From an optimization exercise on the open Yosys and OpenROAD flow, aimed at small area, a short achievable clock period and few clock cycles; shortcuts taken in it are not production practice. RTL that was checked went through simulation tests only; none was proved equivalent to the original.

==> module aes_key_step, before the edit <==
module aes_key_step (
    input  wire [127:0] key_in,
    input  wire [7:0]   rcon,
    output wire [127:0] key_out
);
    wire [31:0] w0 = key_in[127:96];
    wire [31:0] w1 = key_in[95:64];
    wire [31:0] w2 = key_in[63:32];
    wire [31:0] w3 = key_in[31:0];
    wire [31:0] sw;
    aes_sbox u_s0 (.x(w3[23:16]), .y(sw[31:24]));
    aes_sbox u_s1 (.x(w3[15:8]),  .y(sw[23:16]));
    aes_sbox u_s2 (.x(w3[7:0]),   .y(sw[15:8]));
    aes_sbox u_s3 (.x(w3[31:24]), .y(sw[7:0]));
    wire [31:0] d0 = w0 ^ {rcon, 24'd0};
    wire [31:0] d1, d2, d3, n0, n1, n2, n3;
    genvar i;
    generate
        for (i = 0; i < 32; i = i + 1) begin : g_x
            cm_xor2 u_d1 (.a(d0[i]), .b(w1[i]), .y(d1[i]));
            cm_xor2 u_d2 (.a(d1[i]), .b(w2[i]), .y(d2[i]));
            cm_xor2 u_d3 (.a(d2[i]), .b(w3[i]), .y(d3[i]));
            cm_xor2 u_n0 (.a(d0[i]), .b(sw[i]), .y(n0[i]));
            cm_xor2 u_n1 (.a(d1[i]), .b(sw[i]), .y(n1[i]));
            cm_xor2 u_n2 (.a(d2[i]), .b(sw[i]), .y(n2[i]));
            cm_xor2 u_n3 (.a(d3[i]), .b(sw[i]), .y(n3[i]));
        end
    endgenerate
    assign key_out = {n0, n1, n2, n3};
endmodule
Settings: LEC_CHECK=0, CAP_MARGIN=20, CORE_MARGIN=2, CORE_UTILIZATION=40, CTS_BUF_LIST=sky130_fd_sc_hd__clkbuf_8 sky130_fd_sc_hd__clkbuf_16, CTS_CLUSTER_DIAMETER=100, CTS_CLUSTER_SIZE=20, PLACE_DENSITY=0.6, SETUP_SLACK_MARGIN=5.0, SLEW_MARGIN=20, SYNTH_HIERARCHICAL=1, SYNTH_MINIMUM_KEEP_SIZE=0, TNS_END_PERCENT=50; clock period 10.0 ns.
standard.sh (not shown) runs the stock make flow with config.mk's settings and CLKGATE_MAP_FILE= SYNTH_SCRIPT=/design/flow/synth_recipe.tcl, a recipe that flattens the netlist after the stock synthesis.
==> flow/flow/run.sh <==
#!/bin/bash
set -eu -o pipefail
SETUP_MARGIN=${SETUP_MARGIN:-5.6}
bash standard.sh synth > synth.log 2>&1
bash standard.sh "BUFFER_PORTS_ARGS=-buffer_cell sky130_fd_sc_hd__buf_1" \
  "SETUP_SLACK_MARGIN=$SETUP_MARGIN" finish > layout.log 2>&1
Edit:
--- a/flow/design.v
+++ b/flow/design.v
@@ -250,20 +250,19 @@
     aes_sbox u_s0 (.x(w3[23:16]), .y(sw[31:24]));
     aes_sbox u_s1 (.x(w3[15:8]),  .y(sw[23:16]));
     aes_sbox u_s2 (.x(w3[7:0]),   .y(sw[15:8]));
     aes_sbox u_s3 (.x(w3[31:24]), .y(sw[7:0]));
-    wire [31:0] d0 = w0 ^ {rcon, 24'd0};
-    wire [31:0] d1, d2, d3, n0, n1, n2, n3;
+    wire [31:0] w0r = w0 ^ {rcon, 24'd0};
+    wire [31:0] c12, c123, n0, n1, n2, n3;
     genvar i;
     generate
         for (i = 0; i < 32; i = i + 1) begin : g_x
-            cm_xor2 u_d1 (.a(d0[i]), .b(w1[i]), .y(d1[i]));
-            cm_xor2 u_d2 (.a(d1[i]), .b(w2[i]), .y(d2[i]));
-            cm_xor2 u_d3 (.a(d2[i]), .b(w3[i]), .y(d3[i]));
-            cm_xor2 u_n0 (.a(d0[i]), .b(sw[i]), .y(n0[i]));
-            cm_xor2 u_n1 (.a(d1[i]), .b(sw[i]), .y(n1[i]));
-            cm_xor2 u_n2 (.a(d2[i]), .b(sw[i]), .y(n2[i]));
-            cm_xor2 u_n3 (.a(d3[i]), .b(sw[i]), .y(n3[i]));
+            cm_xor2 u_c12  (.a(w1[i]),   .b(w2[i]), .y(c12[i]));
+            cm_xor2 u_c123 (.a(c12[i]),  .b(w3[i]), .y(c123[i]));
+            cm_xor2 u_n0   (.a(w0r[i]),  .b(sw[i]), .y(n0[i]));
+            cm_xor2 u_n1   (.a(n0[i]),   .b(w1[i]), .y(n1[i]));
+            cm_xor2 u_n2   (.a(n0[i]),   .b(c12[i]), .y(n2[i]));
+            cm_xor2 u_n3   (.a(n0[i]),   .b(c123[i]), .y(n3[i]));
         end
     endgenerate
     assign key_out = {n0, n1, n2, n3};
 endmodule
Effect: The new run finished clean; area after synthesis falls by 0.45%; via count falls by 1.1%; sequential share of layout area stays flat; hold slack stays flat; setup slack improves by 0.050 ns; count of clock-buffer cells in the layout falls by 6; clock skew rises by 0.035 ns; wire length falls by 4.2%; design area is about the same; critical path depth falls by 1.
Testbench counts after the change, summed over its fixed seeds: cycles 77,502.
No functional check of the RTL was part of the first run of this note.

-- re-timing with driven ports --
Ports are ideal in the flow. The routed layouts listed here were re-timed in OpenROAD. Step 1 assumes that a clkbuf_16 drives the clock port and a buf_2 every other input. Step 2 adds t to the input delays and takes it off the output delays; t is the mean of the earliest and latest rising clock arrival at the registers after step 1. Input paths then give back, and output paths get back, about the clock's delay inside the block. Three values: no drivers, after step 1, after step 2; two values: the first two.
| run | t, ns | slack for setup (ns) | cell pins on the clock port's net |
|---|---|---|---|
| the first run | 0.730 | 5.626 / 5.626 / 4.973 | 1 |
| the second run | 0.747 | 5.676 / 5.676 / 5.072 | 1 |
After both steps setup and hold are still met in every run listed. The setup slack of the first run, which loses most, moves by 0.000 ns with the drivers and by -0.653 ns with both steps.
